This design comes from an exercise in tuning for small area, a short achievable clock period and few clock cycles per item on the open sky130 flow, not from production work.
In this exercise RTL edits were held to simulation tests only and were not proved equivalent to the original.

**design/flow/flow/run.sh**
```bash
#!/bin/bash
# Layout flow: the standard flow, with every port buffered by the
# smallest buffer (buf_1) instead of the delay buffer buffer_ports picks.
set -euo pipefail
export BUFFER_PORTS_ARGS="-buffer_cell sky130_fd_sc_hd__buf_1"
bash standard.sh synth > synth.log 2>&1
bash standard.sh > layout.log 2>&1
```
**design/flow/constraint.sdc**
```tcl
create_clock -name core_clock -period 10.0 [get_ports {clk}]
set_input_delay 2.0000 -clock core_clock [delete_from_list [all_inputs] [get_ports {clk}]]
set_output_delay 2.0000 -clock core_clock [all_outputs]
set_load 0.01 [all_outputs]
```
**design/flow/config.mk**
```make
export PLATFORM = sky130hd
export DESIGN_NAME = hmac_tag_check
export DESIGN_NICKNAME = hmac_tag_check
export VERILOG_FILES = /design/flow/design.v
export SDC_FILE = /design/flow/constraint.sdc
export NUM_CORES = 4
export LEC_CHECK = 0
export CAP_MARGIN = 20
export CORE_MARGIN = 2
export CORE_UTILIZATION = 60
export PLACE_DENSITY = 0.72
export SETUP_SLACK_MARGIN = 5
export SLEW_MARGIN = 20
```
**design/flow/standard.sh**
```bash
#!/bin/bash
# synth_recipe.tcl (not shown) runs the flow's synth.tcl, then flattens the netlist and writes it again
# the make line also repeats each setting of config.mk as NAME=value (left out here)
make -C /OpenROAD-flow-scripts/flow DESIGN_CONFIG=/design/flow/config.mk WORK_HOME=/design/flow/orfs CLKGATE_MAP_FILE= SYNTH_SCRIPT=/design/flow/synth_recipe.tcl "${@:-finish}"
```
**design/flow/design.v**
```verilog
module hmac_tag_check (
    input  wire         clk,
    input  wire         rst,         
    input  wire         start,
    output wire         ready,
    input  wire [255:0] key,         
    input  wire [255:0] tag,         
    input  wire [1:0]   tag_len,     
    input  wire [15:0]  msg_len,     
    input  wire         in_valid,
    output wire         in_ready,
    input  wire [31:0]  in_data,     
    output wire         done,
    output wire         pass,
    output wire [255:0] mac
);
    localparam [2:0] P_IDLE  = 3'd0,
                     P_PRE   = 3'd1,    
                     P_IKEY  = 3'd2,    
                     P_MSG   = 3'd3,    
                     P_OKEY  = 3'd4,    
                     P_OUTER = 3'd5,    
                     P_DONE  = 3'd6;    
    reg [2:0]   phase;
    reg [6:0]   bc;
    reg [5:0]   kc;          
    reg         civ;         
    reg [255:0] tag_r;
    reg [1:0]   tag_len_r;
    reg [15:0]  len_r;
    reg [15:0]  rem;         
    reg         rem_nz;      
    reg         padded;      
    reg         lastblk;     
    reg         lb_new;      
    reg [31:0]  a, b, c, d, e, f, g;
    reg [31:0]  p;           
    reg [31:0]  w [0:15];    
    reg [31:0]  ha [0:3];    
    reg [31:0]  he [0:3];    
    reg [31:0]  ks [0:7];    
    reg [31:0] k_t;
    always @(*) begin
        case (kc)
            6'd0:  k_t = 32'h428a2f98; 6'd1:  k_t = 32'h71374491;
            6'd2:  k_t = 32'hb5c0fbcf; 6'd3:  k_t = 32'he9b5dba5;
            6'd4:  k_t = 32'h3956c25b; 6'd5:  k_t = 32'h59f111f1;
            6'd6:  k_t = 32'h923f82a4; 6'd7:  k_t = 32'hab1c5ed5;
            6'd8:  k_t = 32'hd807aa98; 6'd9:  k_t = 32'h12835b01;
            6'd10: k_t = 32'h243185be; 6'd11: k_t = 32'h550c7dc3;
            6'd12: k_t = 32'h72be5d74; 6'd13: k_t = 32'h80deb1fe;
            6'd14: k_t = 32'h9bdc06a7; 6'd15: k_t = 32'hc19bf174;
            6'd16: k_t = 32'he49b69c1; 6'd17: k_t = 32'hefbe4786;
            6'd18: k_t = 32'h0fc19dc6; 6'd19: k_t = 32'h240ca1cc;
            6'd20: k_t = 32'h2de92c6f; 6'd21: k_t = 32'h4a7484aa;
            6'd22: k_t = 32'h5cb0a9dc; 6'd23: k_t = 32'h76f988da;
            6'd24: k_t = 32'h983e5152; 6'd25: k_t = 32'ha831c66d;
            6'd26: k_t = 32'hb00327c8; 6'd27: k_t = 32'hbf597fc7;
            6'd28: k_t = 32'hc6e00bf3; 6'd29: k_t = 32'hd5a79147;
            6'd30: k_t = 32'h06ca6351; 6'd31: k_t = 32'h14292967;
            6'd32: k_t = 32'h27b70a85; 6'd33: k_t = 32'h2e1b2138;
            6'd34: k_t = 32'h4d2c6dfc; 6'd35: k_t = 32'h53380d13;
            6'd36: k_t = 32'h650a7354; 6'd37: k_t = 32'h766a0abb;
            6'd38: k_t = 32'h81c2c92e; 6'd39: k_t = 32'h92722c85;
            6'd40: k_t = 32'ha2bfe8a1; 6'd41: k_t = 32'ha81a664b;
            6'd42: k_t = 32'hc24b8b70; 6'd43: k_t = 32'hc76c51a3;
            6'd44: k_t = 32'hd192e819; 6'd45: k_t = 32'hd6990624;
            6'd46: k_t = 32'hf40e3585; 6'd47: k_t = 32'h106aa070;
            6'd48: k_t = 32'h19a4c116; 6'd49: k_t = 32'h1e376c08;
            6'd50: k_t = 32'h2748774c; 6'd51: k_t = 32'h34b0bcb5;
            6'd52: k_t = 32'h391c0cb3; 6'd53: k_t = 32'h4ed8aa4a;
            6'd54: k_t = 32'h5b9cca4f; 6'd55: k_t = 32'h682e6ff3;
            6'd56: k_t = 32'h748f82ee; 6'd57: k_t = 32'h78a5636f;
            6'd58: k_t = 32'h84c87814; 6'd59: k_t = 32'h8cc70208;
            6'd60: k_t = 32'h90befffa; 6'd61: k_t = 32'ha4506ceb;
            6'd62: k_t = 32'hbef9a3f7; default: k_t = 32'hc67178f2;
        endcase
    end
    localparam [31:0] IV0 = 32'h6a09e667, IV1 = 32'hbb67ae85,
                      IV2 = 32'h3c6ef372, IV3 = 32'ha54ff53a,
                      IV4 = 32'h510e527f, IV5 = 32'h9b05688c,
                      IV6 = 32'h1f83d9ab, IV7 = 32'h5be0cd19;
    reg        rec;          
    reg  [4:0] rcnt;         
    reg        rs0;          
    reg        ri;           
    reg        pend;         
    reg  [4:0] jsave;        
    function [2:0] next_phase(input [2:0] ph, input lb);
        case (ph)
            P_PRE:   next_phase = P_IKEY;
            P_IKEY:  next_phase = P_MSG;
            P_MSG:   next_phase = lb ? P_OKEY : P_MSG;
            P_OKEY:  next_phase = P_OUTER;
            default: next_phase = P_DONE;
        endcase
    endfunction
    function need_f(input [2:0] ph, input [6:0] bcv, input rc, input r0,
                    input r1, input pd, input [4:0] js, input rnz, input lb);
        reg       nm, tr, fd, mf, rg;
        reg [2:0] fp;
        reg [3:0] fs;
        begin
            nm = !rc && !r0 && !r1;
            tr = nm && (bcv == 7'd63 || bcv == 7'd64);
            fp = tr ? next_phase(ph, lb) : ph;
            fs = (r0 || (nm && bcv == 7'd63)) ? 4'd0 :
                 (r1 || (nm && bcv == 7'd64)) ? 4'd1 : bcv[3:0] + 4'd2;
            fd = r0 || r1 || (nm && !pd && (tr || (bcv < 7'd14)));
            mf = fd && (fp == P_MSG);
            rg = !tr && ({1'b0, fs} < js);
            need_f = mf && rnz && !rg && !(lb && fs[3:1] == 3'b111 && !tr);
        end
    endfunction
    wire norm     = !rec && !rs0 && !ri;
    wire trans    = norm && (bc == 7'd63 || bc == 7'd64);   
    wire bc_end   = norm && (bc == 7'd64);
    wire init     = (bc_end && !pend) || ri;               
    wire in_block = (phase == P_IKEY) || (phase == P_MSG) ||
                    (phase == P_OKEY) || (phase == P_OUTER);
    wire [2:0] nphase = next_phase(phase, lastblk);        
    wire [2:0] fphase = trans ? nphase : phase;
    wire [3:0] fslot  = (rs0 || (norm && bc == 7'd63)) ? 4'd0 :
                        (ri  || (norm && bc == 7'd64)) ? 4'd1 : bc[3:0] + 4'd2;
    wire       feed   = rs0 || ri || (norm && !pend && (trans || (bc < 7'd14)));    
    wire       fkey   = (fphase == P_IKEY) || (fphase == P_OKEY);
    wire msg_feed  = feed && (fphase == P_MSG);
    wire len_slot  = lastblk && fslot[3:1] == 3'b111 && !trans;
    wire ring      = msg_feed && !trans && ({1'b0, fslot} < jsave);
    wire need_word = msg_feed && !ring && rem_nz && !len_slot;
    wire miss      = need_word && !in_valid;
    wire take_msg  = msg_feed && !ring && !miss;    
    reg [31:0] msg_word;
    always @(*) begin
        if (fslot == 4'd15 && lastblk)
            msg_word = {13'h0, len_r, 3'b000} + 32'd512;       
        else if (fslot == 4'd14 && lastblk)
            msg_word = 32'h0;
        else if (rem[15:2] != 14'd0)
            msg_word = in_data;
        else begin
            case (rem[1:0])
                2'd1:    msg_word = {in_data[31:24], 8'h80, 16'h0};
                2'd2:    msg_word = {in_data[31:16], 8'h80, 8'h0};
                2'd3:    msg_word = {in_data[31:8], 8'h80};
                default: msg_word = padded ? 32'h0 : 32'h80000000;
            endcase
        end
    end
    wire [31:0] kpad = (fphase == P_IKEY) ? 32'h36363636 : 32'h5c5c5c5c;
    reg  [31:0] blk_word;
    always @(*) begin
        case (fphase)
            P_MSG: blk_word = msg_word;
            P_OUTER: begin
                if (fslot[3] == 1'b0)  blk_word = ks[7];
                else if (fslot == 4'd8)  blk_word = 32'h80000000;
                else if (fslot == 4'd15) blk_word = 32'd768;     
                else                     blk_word = 32'h0;
            end
            default: blk_word = (fslot[3] == 1'b0) ? (ks[7] ^ kpad) : kpad;
        endcase
    end
    wire ks_shift = feed && fslot[3] == 1'b0 &&
                    (fphase == P_IKEY || fphase == P_OKEY || fphase == P_OUTER);
    wire [31:0] ws0 = {w[1][6:0], w[1][31:7]} ^ {w[1][17:0], w[1][31:18]} ^ (w[1] >> 3);
    wire [31:0] ws1 = {w[14][16:0], w[14][31:17]} ^ {w[14][18:0], w[14][31:19]} ^ (w[14] >> 10);
    wire [31:0] wnew = ws1 + w[9] + ws0 + w[0];
    wire [31:0] wtail = (rec || pend || ring || miss) ? w[0] : feed ? blk_word : wnew;
    wire [31:0] s0  = {a[1:0], a[31:2]} ^ {a[12:0], a[31:13]} ^ {a[21:0], a[31:22]};
    wire [31:0] s1  = {e[5:0], e[31:6]} ^ {e[10:0], e[31:11]} ^ {e[24:0], e[31:25]};
    wire [31:0] ch  = (e & f) ^ (~e & g);
    wire [31:0] maj = (a & b) ^ (a & c) ^ (b & c);
    wire [31:0] x1s = p ^ s1 ^ ch;
    wire [31:0] x1c = {((p & s1) | (p & ch) | (s1 & ch)), 1'b0} ;
    wire [31:0] xes = x1s ^ x1c ^ d;
    wire [31:0] xec = {((x1s & x1c) | (x1s & d) | (x1c & d)), 1'b0};
    wire [31:0] e_new = xes + xec;
    wire [31:0] x2s = x1s ^ x1c ^ s0;
    wire [31:0] x2c = {((x1s & x1c) | (x1s & s0) | (x1c & s0)), 1'b0};
    wire [31:0] x3s = x2s ^ x2c ^ maj;
    wire [31:0] x3c = {((x2s & x2c) | (x2s & maj) | (x2c & maj)), 1'b0};
    wire [31:0] a_new = x3s + x3c;
    wire        chain_zero = (rec && rcnt <= 5'd2) || (rs0 && !miss) || ri;
    wire        chain = (norm && in_block && (bc >= 7'd61) && (bc <= 7'd64)) || chain_zero;
    reg  [31:0] iva, ive;
    always @(*) begin
        case (bc[1:0])
            2'd1:    begin iva = IV3; ive = IV7; end    
            2'd2:    begin iva = IV2; ive = IV6; end    
            2'd3:    begin iva = IV1; ive = IV5; end    
            default: begin iva = IV0; ive = IV4; end    
        endcase
    end
    wire [31:0] suma = (civ ? iva : ha[3]) + (chain_zero ? 32'h0 : a);
    wire [31:0] sume = (civ ? ive : he[3]) + (chain_zero ? 32'h0 : e);
    wire [31:0] hnext = init ? (fkey ? IV7 : he[2]) : g;
    wire [31:0] p_new = hnext + k_t + w[15];
    reg done_r, ready_r, in_ready_r;
    assign ready    = ready_r;
    assign in_ready = in_ready_r;
    integer i;
    reg [2:0]  phase_n;
    reg [6:0]  bc_n;
    reg        rec_n, rs0_n, ri_n, pend_n, done_n, civ_n;
    reg [4:0]  rcnt_n;
    reg [4:0]  jsave_n;
    reg [15:0] rem_n;
    reg        padded_n, lastblk_n, lb_new_n;
    always @(*) begin
        phase_n = phase; bc_n = bc; rec_n = rec; rs0_n = rs0; ri_n = ri;
        pend_n = pend; rcnt_n = rcnt; jsave_n = jsave; rem_n = rem;
        padded_n = padded; lastblk_n = lastblk; lb_new_n = lb_new; civ_n = civ;
        done_n = 1'b0;
        if (ready) begin
            if (start) begin
                rem_n    = msg_len;
                padded_n = 1'b0;
                phase_n  = P_PRE;
                bc_n     = 7'd63;
                pend_n   = 1'b0;
            end else
                phase_n = P_IDLE;
        end else begin
            if (norm) begin
                bc_n = (bc == 7'd64) ? 7'd0 : bc + 7'd1;
                if (bc == 7'd63)
                    jsave_n = 5'd0;
                if (bc_end) begin
                    phase_n   = nphase;
                    civ_n     = (nphase == P_IKEY) || (nphase == P_OKEY);
                    lastblk_n = lb_new;
                    done_n    = (nphase == P_DONE);
                    pend_n    = 1'b0;
                    if (pend) begin      
                        rec_n  = 1'b1;
                        rcnt_n = 5'd2;
                    end
                end
            end
            if (rec) begin
                rcnt_n = rcnt - 5'd1;
                if (rcnt == 5'd1) begin
                    rec_n = 1'b0;
                    rs0_n = 1'b1;
                end
            end
            if (rs0 && !miss) begin
                rs0_n = 1'b0;
                ri_n  = 1'b1;
            end
            if (ri) begin
                ri_n      = 1'b0;
                bc_n      = 7'd0;
                lastblk_n = lb_new;
            end
            if (miss) begin
                if (norm && bc == 7'd63) begin
                    pend_n = 1'b1;           
                end else if (rs0) begin
                    rs0_n = 1'b1;            
                end else begin
                    jsave_n = {1'b0, fslot};
                    rs0_n   = 1'b0;
                    ri_n    = 1'b0;
                    rec_n   = 1'b1;
                    rcnt_n  = (fslot <= 4'd13) ? 5'd15 - {1'b0, fslot} :
                                                 5'd31 - {1'b0, fslot};
                end
            end
        end
        if (take_msg) begin
            if (fslot == 4'd0)
                lb_new_n = padded || (rem <= 16'd55);
            if (need_word) begin
                if (rem[15:2] != 14'd0) begin
                    rem_n = rem - 16'd4;
                end else begin
                    rem_n    = 16'd0;
                    padded_n = 1'b1;
                end
            end else if (!len_slot)
                padded_n = 1'b1;
        end
        if (rst) begin
            phase_n = P_IDLE;
            rec_n   = 1'b0;
            rs0_n   = 1'b0;
            ri_n    = 1'b0;
            pend_n  = 1'b0;
            done_n  = 1'b0;
        end
    end
    always @(posedge clk) begin
        phase   <= phase_n;
        bc      <= bc_n;
        rec     <= rec_n;
        rs0     <= rs0_n;
        ri      <= ri_n;
        pend    <= pend_n;
        rcnt    <= rcnt_n;
        jsave   <= jsave_n;
        rem     <= rem_n;
        rem_nz  <= (rem_n != 16'd0);
        padded  <= padded_n;
        lastblk <= lastblk_n;
        lb_new  <= lb_new_n;
        civ     <= civ_n;
        done_r  <= done_n;
        ready_r <= (phase_n == P_IDLE) || (phase_n == P_DONE);
        in_ready_r <= need_f(phase_n, bc_n, rec_n, rs0_n, ri_n, pend_n, jsave_n,
                             rem_n != 16'd0, lastblk_n);
        if (ready && start) begin
            tag_r     <= tag;
            tag_len_r <= tag_len;
            len_r     <= msg_len;
            for (i = 0; i < 8; i = i + 1)
                ks[i] <= key[32*i +: 32];
        end else if (ks_shift) begin
            for (i = 1; i < 8; i = i + 1)
                ks[i] <= ks[i - 1];
            ks[0] <= ks[7];
        end else if (phase == P_OKEY && bc == 7'd10) begin
            ks[7] <= ha[0]; ks[6] <= ha[1]; ks[5] <= ha[2]; ks[4] <= ha[3];
            ks[3] <= he[0]; ks[2] <= he[1]; ks[1] <= he[2]; ks[0] <= he[3];
        end
        if (chain) begin
            ha[0] <= suma; ha[1] <= ha[0]; ha[2] <= ha[1]; ha[3] <= ha[2];
            he[0] <= sume; he[1] <= he[0]; he[2] <= he[1]; he[3] <= he[2];
        end
    end
    always @(posedge clk) begin
        for (i = 0; i < 15; i = i + 1)
            w[i] <= w[i + 1];
        w[15] <= wtail;
        if (init) begin
            if (fkey) begin
                a <= IV0; b <= IV1; c <= IV2; d <= IV3;
                e <= IV4; f <= IV5; g <= IV6;
            end else begin
                a <= suma;  b <= ha[0]; c <= ha[1]; d <= ha[2];
                e <= sume;  f <= he[0]; g <= he[1];
            end
        end else begin
            a <= a_new; b <= a; c <= b; d <= c;
            e <= e_new; f <= e; g <= f;
        end
        p  <= p_new;
        kc <= (ri_n || (!rec_n && !rs0_n && bc_n == 7'd64)) ? 6'd0 : kc + 6'd1;
    end
    assign mac  = {ha[0], ha[1], ha[2], ha[3], he[0], he[1], he[2], he[3]};
    assign done = done_r;
    wire [255:0] tag_mask = (tag_len_r == 2'd0) ? {{80{1'b1}},  176'h0} :
                            (tag_len_r == 2'd1) ? {{128{1'b1}}, 128'h0} :
                                                  {256{1'b1}};
    wire [255:0] diff_n = {32'h0, ha[0] ^ tag_r[223:192], ha[1] ^ tag_r[191:160],
                           ha[2] ^ tag_r[159:128], 32'h0, he[0] ^ tag_r[95:64],
                           he[1] ^ tag_r[63:32], he[2] ^ tag_r[31:0]};
    reg eq6_r;
    always @(posedge clk)
        eq6_r <= ((diff_n & tag_mask) == 256'h0);
    assign pass = eq6_r && (ha[0] == tag_r[255:224]) &&
                  (tag_len_r[1] == 1'b0 || he[0] == tag_r[127:96]);
endmodule
```
==> results of run 1 <==
[synth_stat cells, drive strengths merged (34+ instances only)]
cell type,number,share of area (%)
mux2i,307,4.0
o211ai,37,0.37
nand2b,46,0.38
o22ai,43,0.35
inv,365,1.8
nand2,507,2.5
dfxtp,848,22
a21oi,287,1.9
buf,57,0.32
o21ai,516,3.4
o22a,94,1.1
fa,219,5.8
a21o,72,0.71
xnor2,373,4.3
ha,222,3.7
and3,35,0.29
and2,80,0.66
nor3,77,0.53
edfxtp,793,31
nand4,45,0.37
xor2,306,3.5
clkbuf,279,1.4
nand3,84,0.55
o21a,38,0.38
a211oi,34,0.34
a31oi,39,0.32
nor2,277,1.4
a22o,82,0.95
nor4,67,0.56
[metrics by stage]
step,instances,instance area (µm²),hold WS [ns],worst slack [ns]
after floorplan,6630,76400,0.3096,4.472
after global placement,8888,81230,0.3097,2.595
after detailed placement,8888,81230,0.3121,2.401
after CTS,9386,90260,0.2822,4.150
after global routing,9480,92090,0.3036,3.867
final,9508,92160,0.2820,3.951
[worst paths after layout]
path | from | to | slack, ns | cells past startpoint
hold reg to reg | w[7][5]$_DFF_P_ | w[6][5]$_DFF_P_ | 0.28 | 0
hold / removal | w[7][5]$_DFF_P_ | w[6][5]$_DFF_P_ | 0.28 | 0
setup reg to reg | bc[1]$_DFF_P_ | e[26]$_DFF_P_ | 3.95 | 30
setup / recovery | bc[1]$_DFF_P_ | e[26]$_DFF_P_ | 3.95 | 30
[final cells by class]
cell class                 instances  share of cell area (%)
clock buffer                     212                   4.846
timing repair inverter             1                0.009504
multi-input combinational       4294                   38.25
timing repair buffer            1214                   7.268
antenna                           33                 0.08961
tap                             1650                   2.240
sequential                      1641                   44.36
inverter                         367                   1.567
clock inverter                    96                   1.371
[logic make-up after synthesis]
group	Yosys count	synth area share, %
DFF	1641	53.73
AOI/OAI and AO/OA	1499	12.77
and+or+nand+nor	1325	8.201
buffers and inverters	703	3.519
xor gates and xnor gates	679	7.833
adders and majority gates	473	9.855
muxes	310	4.092
[sequential cells by signal, indices dropped and copies added (netlist names), 2 cells and up]
register   cells
p             32
b             32
g             32
he           128
len_r         16
ks           256
k_t           32
d             32
rcnt           5
w            512
tag_r        256
tag_len_r      2
bc             7
phase          3
c             32
f             32
ha           128
a             32
e             32
kc             6
jsave          5
rem           16
[routing by layer]
metal	GRT usage, %	vias to the layer above
met3	20.94	1416
met1	60.88	30630
li1	-	25740
met2	69.91	5820
met5	1.110	-
met4	34.58	50
[what timing repair did]
action,4_1_cts,5_1_grt
setup buffers,176,84
hold buffers,0,0
cloned,14,5
hold endpoints to repair,0,0
pin swaps,170,142
gates resized for setup,391,231
endpoints found under the setup margin,717,492
==> run summary, run 1 <==
- CTS built an H-tree with a depth of 4.
- For this design, the slowest cell found on the critical path is sky130_fd_sc_hd__or4b_4.
- The count of TritonRoute iterations in the first routing pass is 10.
- The utilization of the core after routing is 73.39%.
- The tool flagged a number of max-cap violations equal to 0.
- Leaving out fill and tap cells, the most frequent cell in the layout is sky130_fd_sc_hd__buf_1.
- The flow ran to the end and the layout has no timing, DRC or antenna violations.
- The half-perimeter wire length after placement is 237200 µm.
- The required time at the endpoint of the critical path is 10.69 ns.
- Of all flip-flops after synthesis, the portion carrying an async set or reset was 0%.
- Global routing used 49.41% of the available tracks.
- The CTS tree is yes.
- From synthesis to final layout, the design area changed by 21.39%.
- The global-route wire length before repair is 448500 µm.
- The clock root buffer master is sky130_fd_sc_hd__clkbuf_16.
- The worst setup path is of the reg -> reg kind.
- The type of the most critical hold path is reg -> reg.
- Counting the fill cells in the layout gives 8314.
- The number of nets in the synthesized netlist is 7637.
- Averaged over all synthesized cells, the footprint is 11.45 µm².
- Detailed routing placed a total of 54260 µm of wire on met3.
- From bottom edge to top edge, the die measures 359.7 µm.
- In this run, synthesis produced a sequential element count of 1641.
- The global placement routability congestion is 1.053.
- The floorplan has 130 rows.
- Adding up every negative setup slack in the final design gives 0 ns.
- In this run the tightest slew margin relative to its limit is 12.69%.
- The post-route minimum period is 6.049 ns.
- At the pin with the least slew margin, the transition time is 1.300 ns.
- The critical path's top delay family is compound AO/OA/AOI/OAI gates.
- Summing all multi-input logic gate instances after layout gives 35250 µm².
- During placement, the flow inserted port buffers numbering 825.
- After the last flow step, the layout net total stands at 8690.
- The area of the die is 129400 µm².
- The maximum number of pins on one net before global-route repair is 215.
- For this design the top-level I/O count stands at 826.
- For this configuration, the core starts out at a cell density of 60.46%.
- The met1 layer wirelength in the final routing is 111500 µm.
- Synthesis produced 6630 cells.
- The routed wire length on met2 is 137300 µm.
- The maximum clock rate is 165.3 MHz.
- The kind of capture point of the worst setup path is a flop.
- The number of antenna violations at the first check in global routing was 55.
- The post-synthesis instance area is 75920 µm².
- The detailed-route wire length per cell is 34.96 µm.
- The number of buffer and inverter instances along the worst setup path is 6.
- Counting flops with a built-in enable in the synthesized netlist gives 793.
- Summed over all layers, the global routing overflow is 0.
- The routed design has 332400 µm of wire.
- The final number of setup-violating endpoints is 0.
- The number of nets still failing antenna checks after routing is 0.
- Counting distinct cell types in the post-synthesis netlist gives 99.
- Clock skew on the completed layout was measured at 0.07438 ns.
- Leaving out fill and tap cells, the most frequent cells in the layout are sky130_fd_sc_hd__buf_1, sky130_fd_sc_hd__dfxtp_1, sky130_fd_sc_hd__edfxtp_1.
- The biggest fanout along the worst timing path is 6.
- Registers take 40880 µm².
- After detailed routing, the number of remaining DRC violations is 0.
- STA classifies the critical path startpoint as a flop.
- The detailed router's first-iteration violation count is 10890.
- The width of the chip is 359.7 µm.
- The total area inside the core boundary comes to 125600 µm².
- The max-slew violation count is 0.
- The number of warnings reported in the yosys synthesis log is 5.
- The clock-pin slew on the worst setup and hold paths is 0.06 ns.
- The clock latency on the worst-skew pair is 0.85 ns.
- The delay of the slowest cell on the worst path is 0.50 ns.
- The proportion of synthesized chip area in sequential cells is 53.73%.
- Of the available clock period, the critical path in the final layout requires 60.49%.
- The number of hold violations in the final report is 0.
- The overall via count from detail_route is 63660.
- The number of buffers inserted during clock tree synthesis is 164.
- After detailed routing, the number of vias per cell comes to 6.695.
- The ratio of cells with drive above 1 in the final layout is 14.52%.
- Setup repair after global routing could not meet its margin everywhere.
- The number of global-route vias before repair is 59950.
- For the worst setup path, the data arrival time is 6.74 ns.
- The number of buffers on the longest clock path is 3.
- The total number of clock tree sinks is 1641.
- The commonest register cell after synthesis is sky130_fd_sc_hd__dfxtp_1.
- The highest routing layer actually used is met5.
Testbench counts, summed over its fixed seeds: cycles 121,413, items 320.
==> run 2: changes to the inputs <==
--- a/design/flow/design.v
+++ b/design/flow/design.v
@@ -117,3 +117,5 @@
     wire bc_end   = norm && (bc == 7'd64);
-    wire init     = (bc_end && !pend) || ri;               
+    reg  init;               
+    reg  ikey;               
+    reg  zadd;               
     wire in_block = (phase == P_IKEY) || (phase == P_MSG) ||
@@ -194,5 +196,5 @@
     end
-    wire [31:0] suma = (civ ? iva : ha[3]) + (chain_zero ? 32'h0 : a);
-    wire [31:0] sume = (civ ? ive : he[3]) + (chain_zero ? 32'h0 : e);
-    wire [31:0] hnext = init ? (fkey ? IV7 : he[2]) : g;
+    wire [31:0] suma = (civ ? iva : ha[3]) + (zadd ? 32'h0 : a);
+    wire [31:0] sume = (civ ? ive : he[3]) + (zadd ? 32'h0 : e);
+    wire [31:0] hnext = init ? (ikey ? IV7 : he[2]) : g;
     wire [31:0] p_new = hnext + k_t + w[15];
@@ -310,2 +312,6 @@
         ready_r <= (phase_n == P_IDLE) || (phase_n == P_DONE);
+        init <= (!rec_n && !rs0_n && !ri_n && !pend_n && bc_n == 7'd64) || ri_n;
+        ikey <= !ri_n && (next_phase(phase_n, lastblk_n) == P_IKEY ||
+                          next_phase(phase_n, lastblk_n) == P_OKEY);
+        zadd <= (rec_n && rcnt_n <= 5'd2) || rs0_n || ri_n;
         in_ready_r <= need_f(phase_n, bc_n, rec_n, rs0_n, ri_n, pend_n, jsave_n,
@@ -336,3 +342,3 @@
         if (init) begin
-            if (fkey) begin
+            if (ikey) begin
                 a <= IV0; b <= IV1; c <= IV2; d <= IV3;
--- a/design/flow/config.mk
+++ b/design/flow/config.mk
@@ -9,4 +9,7 @@
 export CORE_MARGIN = 2
-export CORE_UTILIZATION = 60
-export PLACE_DENSITY = 0.72
+export CORE_UTILIZATION = 50
+export CTS_BUF_LIST = sky130_fd_sc_hd__clkbuf_8
+export CTS_CLUSTER_DIAMETER = 40
+export CTS_CLUSTER_SIZE = 12
+export PLACE_DENSITY = 0.65
 export SETUP_SLACK_MARGIN = 5
==> run 2 against run 1 <==
Against the previous run:
- still clean on timing, DRC and antenna
- critical path depth fell by 9
- sequential share of layout area grew 1.3 points
- clock skew rose by 0.0031 ns
- utilization down 14 points
- first-iteration DRC count is 20% lower
- setup slack gained 0.83 ns
- synthesized cell count rose by 0.33%
- area after synthesis rose by 0.43%
- routed wire length up 2.7%
- sequential cell count increased by 3
==> run summary, run 2 <==
- The run finished with no timing, DRC or antenna violations.
- The most common library cell in the layout ignoring fill and taps is sky130_fd_sc_hd__buf_1.
- The startpoint type of the worst setup path is a flop.
- The count of TritonRoute iterations in the first routing pass was 6 (-4).
- The fraction of post-synthesis cell area in the top cell type by area came to 31.04% (-0.33 points).
- The utilization of the core after routing is 59.01% (-14 points).
- The peak-usage layer in the global routing report is met2.
- The arrival time at the worst endpoint is 6.13 ns (-0.61 ns).
- The ratio of cells with drive above 1 in the final layout is 12.17% (-2.4 points).
- Walking the worst path, the cells encountered are clkinvlp_4 -> xnor2_4 -> fa_2 -> fa_1 -> inv_2 -> fa_1 -> ha_2 -> inv_2 -> fa_2 -> nor2b_2 -> o21ai_2 -> a21boi_2 -> o21ai_2 -> a2111oi_2 -> buf_4 -> o41a_1 -> nand3_2 -> a31oi_4 -> o41a_1 -> mux2i_1 -> o21a_1.
- The number of buffers added on ports came to 825 (unchanged).
- The floorplan die height is 394.5 µm (+9.7%).
- The fraction of the cycle the final worst path needs is 52.18% (-8.3 points).
- The register ranked first by flip-flop count is w.
- The number of hold violations in the final report is 0 (unchanged).
- The overall via count from detail_route is 60850 (-4.4%).
- The global placement routability congestion came to 1.063 (+0.89%).
- The detailed-route wire length per cell was 34.53 µm (-1.2%).
- The number of buffer and inverter instances along the worst setup path is 4 (-2).
- The half-perimeter wire length after placement is 258700 µm (+9.1%).
- The met2 usage was 62.88% (-7.0 points).
- The number of remaining DRC errors is 0 (unchanged).
- The largest total area in the synthesized netlist belongs to sky130_fd_sc_hd__edfxtp_1.
- From synthesis to final layout, the design area changed by 17.44%.
- The share of flip-flops with an asynchronous set or reset is 0% (unchanged).
- The number of buffers inserted during clock tree synthesis was 232 (+41%).
- The required time at the endpoint of the critical path was 10.91 ns (+0.22 ns).
- The origin of the critical flop-to-flop path is e[26]$_DFF_P_.
- The number of global-route vias before repair came to 57770 (-3.6%).
- Counting instances in the post-synthesis netlist gives the leading cell types as sky130_fd_sc_hd__dfxtp_1, sky130_fd_sc_hd__edfxtp_1, sky130_fd_sc_hd__nand2_1.
- The number of register bits inferred by synthesis was 1644 (+0.18%).
- The post-route clock skew is 0.07749 ns (+0.003107 ns).
- The number of nets still failing antenna checks after routing is 0 (unchanged).
- The number of antenna violations at the first check in global routing is 26 (-53%).
- The number of top-level design ports is 826 (unchanged).
- The total placed instance area is 81950 µm² (+0.88%).
- The area of the die is 155600 µm² (+20%).
- The post-synthesis instance area is 76240 µm² (+0.43%).
- The global-route usage over all layers is 42.50% (-6.9 points).
- The aggregate negative setup slack is 0 ns (unchanged).
- The proportion of synthesized chip area in sequential cells was 53.51% (-0.22 points).
- The maximum number of pins on one net before global-route repair is 203 (-5.6%).
- The met3 layer usage reported by global route is 11.76% (-9.2 points).
- The slowest cell on the critical path is sky130_fd_sc_hd__fa_2.
- The detailed router's first-iteration violation count is 8725 (-20%).
- The maximum level of the CTS H-tree was 4 (unchanged).
- The area used by multi-input combinational logic came to 34060 µm² (-3.4%).
- The critical path's top delay family is adder cells.
- The post-route minimum period was 5.218 ns (-0.8307 ns).
- The slew at the pin with the worst max-slew slack was 1.170 ns (-0.1300 ns).
- The largest registers in the layout are w (512), ks (256), tag_r (256).
- Sorting the synthesized cells by area gives the leading types as sky130_fd_sc_hd__edfxtp_1, sky130_fd_sc_hd__dfxtp_1, sky130_fd_sc_hd__fa_1, sky130_fd_sc_hd__xnor2_1, sky130_fd_sc_hd__mux2i_1.
- The max-capacitance violation count is 0 (unchanged).
- The number of warnings reported in the yosys synthesis log came to 5 (unchanged).
- The biggest fanout along the worst timing path is 2 (-4).
- The initial standard-cell utilization of the core came to 50.25% (-10 points).
- The post-cts hold buffer count is 0 (unchanged).
- The global routing met1 resource utilization is 54.78% (-6.1 points).
- The number of flip-flops in the largest register was 512 (unchanged).
- The clock latency on the worst-skew pair is 1.00 ns (+0.15 ns).
- The most critical setup path has its startpoint at e[26]$_DFF_P_.
- The layout net count is 8656 (-0.39%).
- The path class of the tightest hold or removal check is reg -> reg.
- The most used flip-flop cell after synthesis is sky130_fd_sc_hd__dfxtp_1.
- The total number of clock tree sinks came to 1644 (+0.18%).
- The cell area after layout is 89540 µm² (-2.8%).
- The relative slew slack is 21.26% (+8.6 points).
- The path type of the worst setup path is reg -> reg.
- The most instantiated library cell after synthesis is sky130_fd_sc_hd__dfxtp_1.
- The number of instances in the synthesized netlist came to 6652 (+0.33%).
- The startpoint of the worst hold path is w[11][4]$_DFF_P_.
- The maximum clock rate is 191.6 MHz (+16%).
- The number of distinct library cells after synthesis is 101 (+2.0%).
- The worst setup path is captured at a flop.
- The global-route wire length before repair is 457900 µm (+2.1%).
- The clock-pin slew on the worst setup and hold paths came to 0.08 ns (+0.02 ns).
- The number of flops mapped to enable cells by yosys is 788 (-0.63%).
- The delay of the slowest cell on the worst path is 0.55 ns (+0.05 ns).
- The width of the chip is 394.5 µm (+9.7%).
- Leaving out fill and tap cells, the most frequent cells in the layout are sky130_fd_sc_hd__buf_1, sky130_fd_sc_hd__dfxtp_1, sky130_fd_sc_hd__edfxtp_1.
- Setup repair after global routing could not meet its margin everywhere.
- The number of fill cells is 13020 (+57%).
- The number of buffers on the longest clock path is 3 (unchanged).
- The sequential cell area is 40910 µm² (about the same).
- The final number of setup-violating endpoints came to 0 (unchanged).
- The max-slew violation count is 0 (unchanged).
- The placeable core region was 151700 µm² (+21%).
- The post-synthesis net count is 7660 (+0.30%).
- The cell row count came to 143 (+10%).
- The final global-route overflow total is 0 (unchanged).
- CTS placed an instance of sky130_fd_sc_hd__clkbuf_8 at the clock tree root.
- The mean cell area of the mapped netlist came to 11.46 µm² (about the same).
- The total wirelength of the detailed-routed design is 341500 µm (+2.7%).
- The per-cell via count in the routed design was 6.154 (-8.1%).
- The CTS tree is yes.
-- run 2: cell count changes in the layout (fill, tap and decap cells not counted), moves of 27 or more --
cell	delta
sky130_fd_sc_hd__nor2b_1	+52
sky130_fd_sc_hd__ha_1	+30
sky130_fd_sc_hd__o21ai_0	+43
sky130_fd_sc_hd__nand2_1	+52
sky130_fd_sc_hd__xnor2_1	+45
sky130_fd_sc_hd__and2_1	-41
sky130_fd_sc_hd__inv_1	+31
sky130_fd_sc_hd__buf_6	-43
sky130_fd_sc_hd__buf_4	-94
sky130_fd_sc_hd__clkbuf_16	-166
sky130_fd_sc_hd__clkbuf_8	+227
sky130_fd_sc_hd__ha_4	-27
sky130_fd_sc_hd__clkbuf_1	-31
-- run 2: stage by stage --
stage,hold slack (ns),worst slack [ns],instances
detailed placement,0.3121,2.657,9325
finish,0.3116,4.782,9889
global route,0.3124,4.668,9875
floorplan,0.3096,-2.498,6652
global placement,0.3095,2.620,9325
CTS,0.2872,4.934,9816
-- run 2: logic make-up after synthesis --
| family | after synthesis | synth area share, % |
|---|---|---|
| xor+xnor | 689 | 7.915 |
| mux | 303 | 3.983 |
| fa+ha+maj | 473 | 9.817 |
| compound gates | 1529 | 13.08 |
| buf+inv | 691 | 3.553 |
| flops | 1644 | 53.51 |
| simple gates | 1323 | 8.145 |
-- run 2: worst paths after layout --
check / slack (ns) / to / cells past startpoint
min: 0.31 / w[10][4]$_DFF_P_ / 0
min reg2reg: 0.31 / w[10][4]$_DFF_P_ / 0
max: 4.78 / a[29]$_DFF_P_ / 21
max reg2reg: 4.78 / a[29]$_DFF_P_ / 21
-- run 2: layout make-up --
| cell class | count | area share, % |
|---|---|---|
| Clock buffer | 243 | 3.735 |
| Timing Repair Buffer | 1073 | 5.956 |
| Antenna cell | 18 | 0.05031 |
| Clock inverter | 184 | 2.011 |
| Multi-Input combinational cell | 4323 | 38.04 |
| Tap cell | 2030 | 2.837 |
| Inverter | 373 | 1.667 |
| Timing Repair inverter | 1 | 0.009782 |
| Sequential cell | 1644 | 45.69 |
-- run 2: timing repair --
action,in CTS,in global routing
gates resized for setup,241,124
gates cloned,4,6
buffers inserted,60,49
endpoints found under the setup margin,742,253
pin swaps,58,50
-- run 2: metal layers --
layer / vias up / share of wire (%)
met1: 30220 / 38
met2: 4054 / 43
met3: 807 / 11
li1: 25760 / -
met4: 12 / 7.8
met5: - / 0.035
Testbench counts of run 2, summed over its fixed seeds: cycles 121,413, items 320.
==> run 3: changes to the inputs <==
--- a/design/flow/config.mk
+++ b/design/flow/config.mk
@@ -7,5 +7,5 @@
 export LEC_CHECK = 0
-export CAP_MARGIN = 20
+export CAP_MARGIN = 30
 export CORE_MARGIN = 2
-export CORE_UTILIZATION = 50
+export CORE_UTILIZATION = 55
 export CTS_BUF_LIST = sky130_fd_sc_hd__clkbuf_8
@@ -13,4 +13,4 @@
 export CTS_CLUSTER_SIZE = 12
-export PLACE_DENSITY = 0.65
+export PLACE_DENSITY = 0.68
 export SETUP_SLACK_MARGIN = 5
-export SLEW_MARGIN = 20
+export SLEW_MARGIN = 30
==> run 3 against run 2 <==
Against the previous run:
- synthesized cell count unchanged
- via count decreased by 0.14%
- die area fell by 9.0%
- first-iteration DRC count grew 3.6%
- sequential cell count unchanged
- clock skew is 0.0017 ns higher
- still clean
- non-clock buffer count decreased by 16
- utilization grew 5.5 points
==> run summary, run 3 <==
- The flow ran to the end and the layout has no timing, DRC or antenna violations.
- The biggest fanout along the worst timing path is 5 (+3).
- The mux share of post-synthesis cell area is 3.983% (unchanged).
- The relative slew slack is 20.55% (-0.71 points).
- TritonCTS built the clock tree.
- Setup repair after global routing could not meet its margin everywhere.
- The fraction of post-synthesis cell area in the top cell type by area is 31.04% (unchanged).
- The placeable core region is 137500 µm² (-9.4%).
- By area the synthesized netlist is led by sky130_fd_sc_hd__edfxtp_1, sky130_fd_sc_hd__dfxtp_1, sky130_fd_sc_hd__fa_1, sky130_fd_sc_hd__xnor2_1, sky130_fd_sc_hd__mux2i_1.
- The number of distinct library cells after synthesis is 101 (unchanged).
- The maximum clock rate is 197.0 MHz (+2.8%).
- The maximum number of pins on one net before global-route repair came to 136 (-33%).
- The final global-route overflow total is 0 (unchanged).
- The delay of the slowest cell on the worst path is 0.61 ns (+0.06 ns).
- The number of register bits inferred by synthesis came to 1644 (unchanged).
- The number of fill cells is 10850 (-17%).
- The most frequent cell on the critical path is sky130_fd_sc_hd__buf_6.
- The number of global-route vias before repair is 57470 (-0.51%).
- The clock latency on the worst-skew pair is 0.99 ns (about the same).
- The cell row count is 136 (-4.9%).
- The layout net count was 8622 (-0.39%).
- The max-capacitance violation count is 0 (unchanged).
- In the final layout, the registers with the most flip-flops are w (512), ks (256), tag_r (256).
- The global placement routability congestion is 1.058 (-0.40%).
- The cell area after layout was 88670 µm² (-0.97%).
- The detailed-route wire length per cell is 34.16 µm (-1.1%).
- The post-synthesis instance area is 76240 µm² (unchanged).
- The share of synthesized cell area in full adder, half adder and majority cells was 9.817% (unchanged).
- The utilization of the core after routing is 64.49% (+5.5 points).
- The number of buffer and inverter instances along the worst setup path was 9 (+5).
- The maximum level of the CTS H-tree was 4 (unchanged).
- The proportion of synthesized chip area in sequential cells came to 53.51% (unchanged).
- Leaving out fill and tap cells, the most frequent cell in the layout is sky130_fd_sc_hd__buf_1.
- The number of buffers inserted during clock tree synthesis is 218 (-6.0%).
- The most used flip-flop cell after synthesis is sky130_fd_sc_hd__dfxtp_1.
- The number of remaining DRC errors is 0 (unchanged).
- Broken down by cell family, the worst path's largest delay share belongs to adder cells.
- Leaving out fill and tap cells, the most frequent cells in the layout are sky130_fd_sc_hd__buf_1, sky130_fd_sc_hd__dfxtp_1, sky130_fd_sc_hd__edfxtp_1.
- The fraction of the cycle the final worst path needs is 50.75% (-1.4 points).
- The register ranked first by flip-flop count is w.
- The ratio of cells with drive above 1 in the final layout came to 11.62% (-0.55 points).
- The global-route usage over all layers is 45.21% (+2.7 points).
- The number of warnings reported in the yosys synthesis log came to 5 (unchanged).
- The number of flops mapped to enable cells by yosys is 788 (unchanged).
- The number of nets still failing antenna checks after routing is 0 (unchanged).
- The aggregate negative setup slack is 0 ns (unchanged).
- The total wirelength of the detailed-routed design is 327800 µm (-4.0%).
- By count the netlist is led by sky130_fd_sc_hd__dfxtp_1, sky130_fd_sc_hd__edfxtp_1, sky130_fd_sc_hd__nand2_1.
- The total number of clock tree sinks is 1644 (unchanged).
- The most instantiated library cell after synthesis is sky130_fd_sc_hd__dfxtp_1.
- The minimum hold slack was 0.3082 ns (-0.003492 ns).
- The post-cts hold buffer count is 0 (unchanged).
- The overall via count from detail_route is 60770 (-0.14%).
- The total placed instance area is 81620 µm² (-0.40%).
- The area of the die is 141600 µm² (-9.0%).
- The clock root buffer master is sky130_fd_sc_hd__clkbuf_8.
- The number of top-level design ports was 826 (unchanged).
- The cell count after placement was 9086 (-2.6%).
- The number of buffers added on ports came to 825 (unchanged).
- The xor/xnor share of the synthesized area was 7.915% (unchanged).
- The count of TritonRoute iterations in the first routing pass is 9 (+3).
- The mean cell area of the mapped netlist is 11.46 µm² (unchanged).
- The per-cell via count in the routed design is 6.334 (+2.9%).
- The number of instances in the synthesized netlist is 6652 (unchanged).
- The arrival time at the worst endpoint is 5.94 ns (-0.19 ns).
- The number of hold violations in the final report is 0 (unchanged).
- The post-route clock skew was 0.07923 ns (+0.001740 ns).
- The largest individual stage delay along the critical path comes from the cell sky130_fd_sc_hd__fa_1.
- The half-perimeter wire length after placement is 247800 µm (-4.2%).
- The path type of the worst setup path is reg -> reg.
- The clock-pin slew on the worst setup and hold paths is 0.07 ns (about the same).
- The detailed router's first-iteration violation count is 9041 (+3.6%).
- The number of buffers on the longest clock path came to 3 (unchanged).
- The number of flip-flops in the largest register was 512 (unchanged).
- The layout overhead on the synthesized area is 16.30%.
- Walking the worst path, the cells encountered are buf_4 -> mux2i_1 -> fa_1 -> inv_1 -> fa_1 -> fa_1 -> ha_1 -> or3_1 -> a211oi_4 -> o211ai_1 -> a31oi_2 -> buf_4 -> buf_6 -> buf_6 -> buf_6 -> buf_6 -> buf_6 -> buf_6 -> xnor2_2 -> a22o_1.
- The post-route minimum period came to 5.075 ns (-0.1432 ns).
- The max-slew violation count is 0 (unchanged).
- STA classifies the critical path endpoint as a flop.
- The global-route wire length before repair is 441900 µm (-3.5%).
- The biggest area consumer among synthesized cells is sky130_fd_sc_hd__edfxtp_1.
- The number of antenna violations at the first check in global routing is 25 (-3.8%).
- The final non-filler cell total is 9594 (-3.0%).
- The post-synthesis net count came to 7660 (unchanged).
- The fraction of the mapped netlist area in simple logic gates is 8.144% (unchanged).
- The slew at the pin with the worst max-slew slack is 1.181 ns (+0.01055 ns).
- The startpoint type of the worst setup path is a flop.
- The required time at the endpoint of the critical path was 10.87 ns (-0.04 ns).
- The combinational family with the most area after synthesis is compound AO/OA/AOI/OAI gates.
- The initial standard-cell utilization of the core is 55.45% (+5.2 points).
- The floorplan die height is 376.3 µm (-4.6%).
- The type of the most critical hold path is reg -> reg.
- The width of the chip is 376.3 µm (-4.6%).
- The share of flip-flops with an asynchronous set or reset is 0% (unchanged).
- The compound-gate portion of the synthesized area is 13.08% (unchanged).
- The final number of setup-violating endpoints is 0 (unchanged).
[run 3: changes by cell type in the layout (fill, tap and decap cells not counted), sizes merged, moves of 2 or more]
| cell | change |
|---|---|
| buf | -13 |
| clkinvlp | -6 |
| clkinv | -19 |
| inv | -6 |
| clkbuf | -12 |
| nand3 | -2 |
| nand2 | -3 |
[run 3: area by class of cell]
cell class / count / area [µm²] / area share (%)
clock buffers: 235 / 3234 / 3.648
well taps: 1794 / 2245 / 2.531
repair inverters: 1 / 8.758 / 0.009877
multi-input cells: 4319 / 34010 / 38.35
diodes: 18 / 45.04 / 0.05080
flip-flops and latches: 1644 / 40920 / 46.15
repair buffers: 1057 / 5146 / 5.804
clock inverters: 153 / 1594 / 1.798
inverters: 373 / 1470 / 1.658
[run 3: per-stage QoR]
step	setup slack, ns
final	4.925
after global routing	4.858
after CTS	4.988
after detailed placement	2.649
after global placement	2.634
after floorplan	-2.498
[run 3: routing by layer]
metal	track usage (%)	vias to the layer above	wire, µm
met4	34.35	8	30290
met3	15.38	983	42800
li1	-	25640	-
met1	56.12	29670	117000
met5	0	-	54
met2	65.02	4470	137600
[run 3: timing repair]
item	4_1_cts	5_1_grt
buffers inserted	59	36
setup endpoints to repair	431	233
resized for setup	220	99
gates cloned	4	0
pin swaps	56	50
[run 3: worst paths after layout]
kind,depth (start not counted),to,slack [ns],start
max,20,a[22]$_DFF_P_,4.92,e[13]$_DFF_P_
min,0,w[12][17]$_DFF_P_,0.31,w[13][17]$_DFF_P_
max reg2reg,20,a[22]$_DFF_P_,4.92,e[13]$_DFF_P_
min reg2reg,0,w[12][17]$_DFF_P_,0.31,w[13][17]$_DFF_P_
[run 3: cell families after synthesis]
family                     count (synthesis)
DFF                                     1644
buffers and inverters                    691
muxes                                    303
AOI/OAI and AO/OA                       1529
adders and majority gates                473
and+or+nand+nor                         1323
xor gates and xnor gates                 689
[run 3: worst reg2reg max path, stage by stage, from the launching register on]
cell and delay (ns):
sky130_fd_sc_hd__dfxtp_4 0.40, sky130_fd_sc_hd__buf_4 0.19, sky130_fd_sc_hd__mux2i_1 0.35, sky130_fd_sc_hd__fa_1 0.61, sky130_fd_sc_hd__inv_1 0.19, sky130_fd_sc_hd__fa_1 0.48
sky130_fd_sc_hd__fa_1 0.46, sky130_fd_sc_hd__ha_1 0.28, sky130_fd_sc_hd__or3_1 0.42, sky130_fd_sc_hd__a211oi_4 0.24, sky130_fd_sc_hd__o211ai_1 0.21, sky130_fd_sc_hd__a31oi_2 0.30
sky130_fd_sc_hd__buf_4 0.16, sky130_fd_sc_hd__buf_6 0.08, sky130_fd_sc_hd__buf_6 0.08, sky130_fd_sc_hd__buf_6 0.09, sky130_fd_sc_hd__buf_6 0.08, sky130_fd_sc_hd__buf_6 0.08
sky130_fd_sc_hd__buf_6 0.09, sky130_fd_sc_hd__xnor2_2 0.06, sky130_fd_sc_hd__a22o_1 0.18
==> run 4: changes to the inputs <==
--- a/design/flow/config.mk
+++ b/design/flow/config.mk
@@ -9,3 +9,3 @@
 export CORE_MARGIN = 2
-export CORE_UTILIZATION = 55
+export CORE_UTILIZATION = 60
 export CTS_BUF_LIST = sky130_fd_sc_hd__clkbuf_8
@@ -13,3 +13,3 @@
 export CTS_CLUSTER_SIZE = 12
-export PLACE_DENSITY = 0.68
+export PLACE_DENSITY = 0.72
 export SETUP_SLACK_MARGIN = 5
==> run 4 against run 3 <==
Against the previous run:
- setup slack got worse by 0.30 ns
- non-clock buffer count shrank 1
- sequential cell count did not move
- area after synthesis is the same
- clock skew fell by 0.0091 ns
- critical path depth shrank 14
- sequential share of layout area about the same
- critical endpoint is now pass
==> run summary, run 4 <==
- The flow ran to the end and the layout has no timing, DRC or antenna violations.
- The share of flip-flops with an asynchronous set or reset came to 0% (unchanged).
- The biggest area consumer among synthesized cells is sky130_fd_sc_hd__edfxtp_1.
- The post-synthesis net count came to 7660 (unchanged).
- The number of remaining DRC errors came to 0 (unchanged).
- The largest registers in the layout are w (512), ks (256), tag_r (256).
- The proportion of synthesized chip area in sequential cells came to 53.51% (unchanged).
- The required time at the endpoint of the critical path was 8.00 ns (-2.87 ns).
- The most common library cell in the layout ignoring fill and taps is sky130_fd_sc_hd__buf_1.
- The mean cell area of the mapped netlist is 11.46 µm² (unchanged).
- The total wirelength of the detailed-routed design is 326700 µm (-0.34%).
- The fraction of post-synthesis cell area in the top cell type by area is 31.04% (unchanged).
- The number of top-level design ports is 826 (unchanged).
- The maximum level of the CTS H-tree is 4 (unchanged).
- The global-route wire length before repair was 443400 µm (+0.33%).
- The max-capacitance violation count is 0 (unchanged).
- The width of the chip is 360.5 µm (-4.2%).
- The per-cell via count in the routed design came to 6.580 (+3.9%).
- The overall via count from detail_route is 62100 (+2.2%).
- The detailed router's first-iteration violation count was 10490 (+16%).
- The maximum number of pins on one net before global-route repair is 149 (+9.6%).
- The final number of setup-violating endpoints is 0 (unchanged).
- The post-cts hold buffer count is 0 (unchanged).
- The half-perimeter wire length after placement is 242700 µm (-2.1%).
- The setup path with the least slack is of type reg -> out.
- The clock root buffer master is sky130_fd_sc_hd__clkbuf_8.
- The startpoint type of the worst setup path is a flop.
- The number of flip-flops in the largest register is 512 (unchanged).
- The clock-pin slew on the worst setup and hold paths is 0.08 ns (about the same).
- The library cells used most frequently in the layout, excluding fill and tap cells, are sky130_fd_sc_hd__buf_1, sky130_fd_sc_hd__dfxtp_1, sky130_fd_sc_hd__edfxtp_1.
- Yosys attributes the largest share of cell area to sky130_fd_sc_hd__edfxtp_1, sky130_fd_sc_hd__dfxtp_1, sky130_fd_sc_hd__fa_1, sky130_fd_sc_hd__xnor2_1, sky130_fd_sc_hd__mux2i_1.
- The post-route clock skew came to 0.07015 ns (-0.009080 ns).
- The global-route usage over all layers is 48.93% (+3.7 points).
- The area of the die is 129900 µm² (-8.2%).
- sky130_fd_sc_hd__dfxtp_1 is the most common cell in the netlist.
- The count of TritonRoute iterations in the first routing pass was 6 (-3).
- The biggest fanout along the worst timing path came to 2 (-3).
- Setup repair after global routing could not meet its margin everywhere.
- STA classifies the critical path endpoint as an output pin.
- The number of nets still failing antenna checks after routing came to 0 (unchanged).
- The clock latency on the worst-skew pair came to 1.02 ns (+0.03 ns).
- The number of hold violations in the final report was 0 (unchanged).
- The final global-route overflow total came to 0 (unchanged).
- The layout net count was 8614 (-0.093%).
- The number of flops mapped to enable cells by yosys is 788 (unchanged).
- The number of global-route vias before repair came to 59170 (+3.0%).
- The layout overhead on the synthesized area is 16.31% (about the same).
- The type of the most critical hold path is reg -> reg.
- For this run, the leading register cell type out of synthesis is sky130_fd_sc_hd__dfxtp_1.
- The floorplan die height is 360.5 µm (-4.2%).
- The maximum clock rate was 186.2 MHz (-5.5%).
- The number of fill cells is 9004 (-17%).
- The number of instances in the synthesized netlist was 6652 (unchanged).
- The slew at the pin with the worst max-slew slack is 1.098 ns (-0.08231 ns).
- The placeable core region is 125900 µm² (-8.4%).
- The number of buffers inserted during clock tree synthesis was 212 (-2.8%).
- The max-slew violation count came to 0 (unchanged).
- TritonCTS built the clock tree.
- The arrival time at the worst endpoint is 3.37 ns (-2.57 ns).
- The initial standard-cell utilization of the core is 60.56% (+5.1 points).
- The detailed-route wire length per cell is 34.61 µm (+1.3%).
- The number of distinct library cells after synthesis is 101 (unchanged).
- The final non-filler cell total is 9438 (-1.6%).
- The post-route minimum period was 5.372 ns (+0.2966 ns).
- The fraction of the cycle the final worst path needs came to 53.72% (+3.0 points).
- The aggregate negative setup slack is 0 ns (unchanged).
- The ratio of cells with drive above 1 in the final layout is 11.97% (+0.35 points).
- The number of buffers on the longest clock path is 3 (unchanged).
- More flip-flops sit in one register than any other, and that register is w.
- By count the netlist is led by sky130_fd_sc_hd__dfxtp_1, sky130_fd_sc_hd__edfxtp_1, sky130_fd_sc_hd__nand2_1.
- The number of antenna violations at the first check in global routing is 35 (+40%).
- The total number of clock tree sinks is 1644 (unchanged).
- The global placement routability congestion is 1.067 (+0.85%).
- The number of warnings reported in the yosys synthesis log came to 5 (unchanged).
- The number of register bits inferred by synthesis is 1644 (unchanged).
- The relative slew slack was 26.24% (+5.7 points).
- The number of buffers added on ports is 825 (unchanged).
- The post-synthesis instance area is 76240 µm² (unchanged).
- The cell row count is 130 (-4.4%).
- The cell count after placement is 8929 (-1.7%).
==> run 4: cell types whose count changed in the layout (fill, tap and decap cells not counted), sizes merged <==
| cell | change |
|---|---|
| inv | +22 |
| nand3 | -1 |
| clkbuf | -7 |
| nand2 | +1 |
| bufinv | -8 |
| buf | -2 |
| clkinvlp | -8 |
| nor2 | -1 |
| clkinv | -8 |
==> run 4: what timing repair did <==
| item | in CTS | in global routing |
|---|---|---|
| pin swaps | 46 | 50 |
| resized for setup | 240 | 160 |
| cloned | 2 | 2 |
| setup endpoints to repair | 626 | 389 |
| buffers inserted | 69 | 38 |
==> run 4: cells by family (layout without fill, tap and decap cells) <==
| group | Yosys count | after routing | synth area share [%] |
|---|---|---|---|
| and+or+nand+nor | 1323 | 1324 | 8.145 |
| DFF | 1644 | 1644 | 53.51 |
| xor gates and xnor gates | 689 | 689 | 7.915 |
| adders and majority gates | 473 | 473 | 9.817 |
| AOI/OAI and AO/OA | 1529 | 1529 | 13.08 |
| other | 0 | 18 | 0 |
| muxes | 303 | 303 | 3.983 |
| buffers and inverters | 691 | 1808 | 3.553 |
==> run 4: critical path: stages, from the launching register on <==
cell and delay (ns):
sky130_fd_sc_hd__edfxtp_1 0.52, sky130_fd_sc_hd__xnor2_2 0.26, sky130_fd_sc_hd__nand4_1 0.19, sky130_fd_sc_hd__nor4_4 0.45
sky130_fd_sc_hd__nand2_4 0.25, sky130_fd_sc_hd__a2111oi_4 0.51, sky130_fd_sc_hd__buf_2 0.21
==> run 4: layout make-up <==
class                           count  area, µm²  share of cell area [%]
Sequential cell                  1644      40920                   46.15
Inverter                          373       1506                   1.699
Timing Repair Buffer             1056       5186                   5.848
Timing Repair inverter              1      8.758                0.009877
Antenna cell                       18      45.04                 0.05079
Clock inverter                    151       1419                   1.600
Tap cell                         1650       2064                   2.328
Clock buffer                      227       3124                   3.523
Multi-Input combinational cell   4318      34400                   38.79
==> run 4: stage by stage <==
stage          utilization [%]  worst slack, ns  hold WS [ns]  instance area (µm²)
6_report                 70.44            4.628        0.3136                88680
4_1_cts                  69.50            4.688        0.3155                87500
5_1_grt                  70.41            4.617        0.3240                88650
3_5_place_dp             64.66            2.667        0.3121                81400
2_1_floorplan                -           -2.498        0.3096                76480
3_3_place_gp             64.58            2.545        0.3096                81300
==> run 4: final timing paths <==
kind,start,endpoint,slack (ns),depth (start not counted)
max,he[0][2]$_DFFE_PP_,pass,4.63,6
min,w[13][20]$_DFF_P_,w[12][20]$_DFF_P_,0.31,0
max reg2reg,e[12]$_DFF_P_,a[28]$_DFF_P_,4.68,19
min reg2reg,w[13][20]$_DFF_P_,w[12][20]$_DFF_P_,0.31,0
==> run 4: routing by layer <==
metal	vias up	track usage (%)	wire, µm
li1	25580	-	-
met1	30120	59.98	112500
met2	5185	69.35	135100
met3	1184	18.45	46860
met4	30	38.67	31650
met5	-	0.4440	497

==> what the ideal ports hide <==
The flow's constraints put no driver on any port. The routed layouts listed below were extracted and timed again, unchanged, in two steps. Step 1 (the two cells are an assumption about what drives the block):
set clk [get_ports {clk}]
set_driving_cell -lib_cell sky130_fd_sc_hd__clkbuf_16 $clk
set_driving_cell -lib_cell sky130_fd_sc_hd__buf_2 [delete_from_list [all_inputs] $clk]
Step 2 also shifts input and output timing later by t, the mid clock arrival at the registers, as if the neighbouring blocks saw the same clock. Slacks: ideal ports / drivers / drivers and shift; pairs: ideal ports / drivers.
run | shift t [ns] | setup slack, ns | hold slack, ns | clock arrival spread, ns
run 1 | 0.903 | 3.951 / 3.951 / 3.771 | 0.282 / 0.282 / 0.282 | 0.077 / 0.077
run 2 | 1.056 | 4.782 / 4.782 / 4.115 | 0.312 / 0.312 / 0.312 | 0.078 / 0.078
run 3 | 1.042 | 4.925 / 4.904 / 4.061 | 0.308 / 0.308 / 0.308 | 0.086 / 0.086
run 4 | 1.074 | 4.628 / 4.536 / 4.105 | 0.314 / 0.314 / 0.314 | 0.070 / 0.070
After both steps setup and hold are still met in every run listed. For run 3, which loses most, drivers alone change the setup slack by -0.021 ns; drivers and shift together by -0.864 ns.
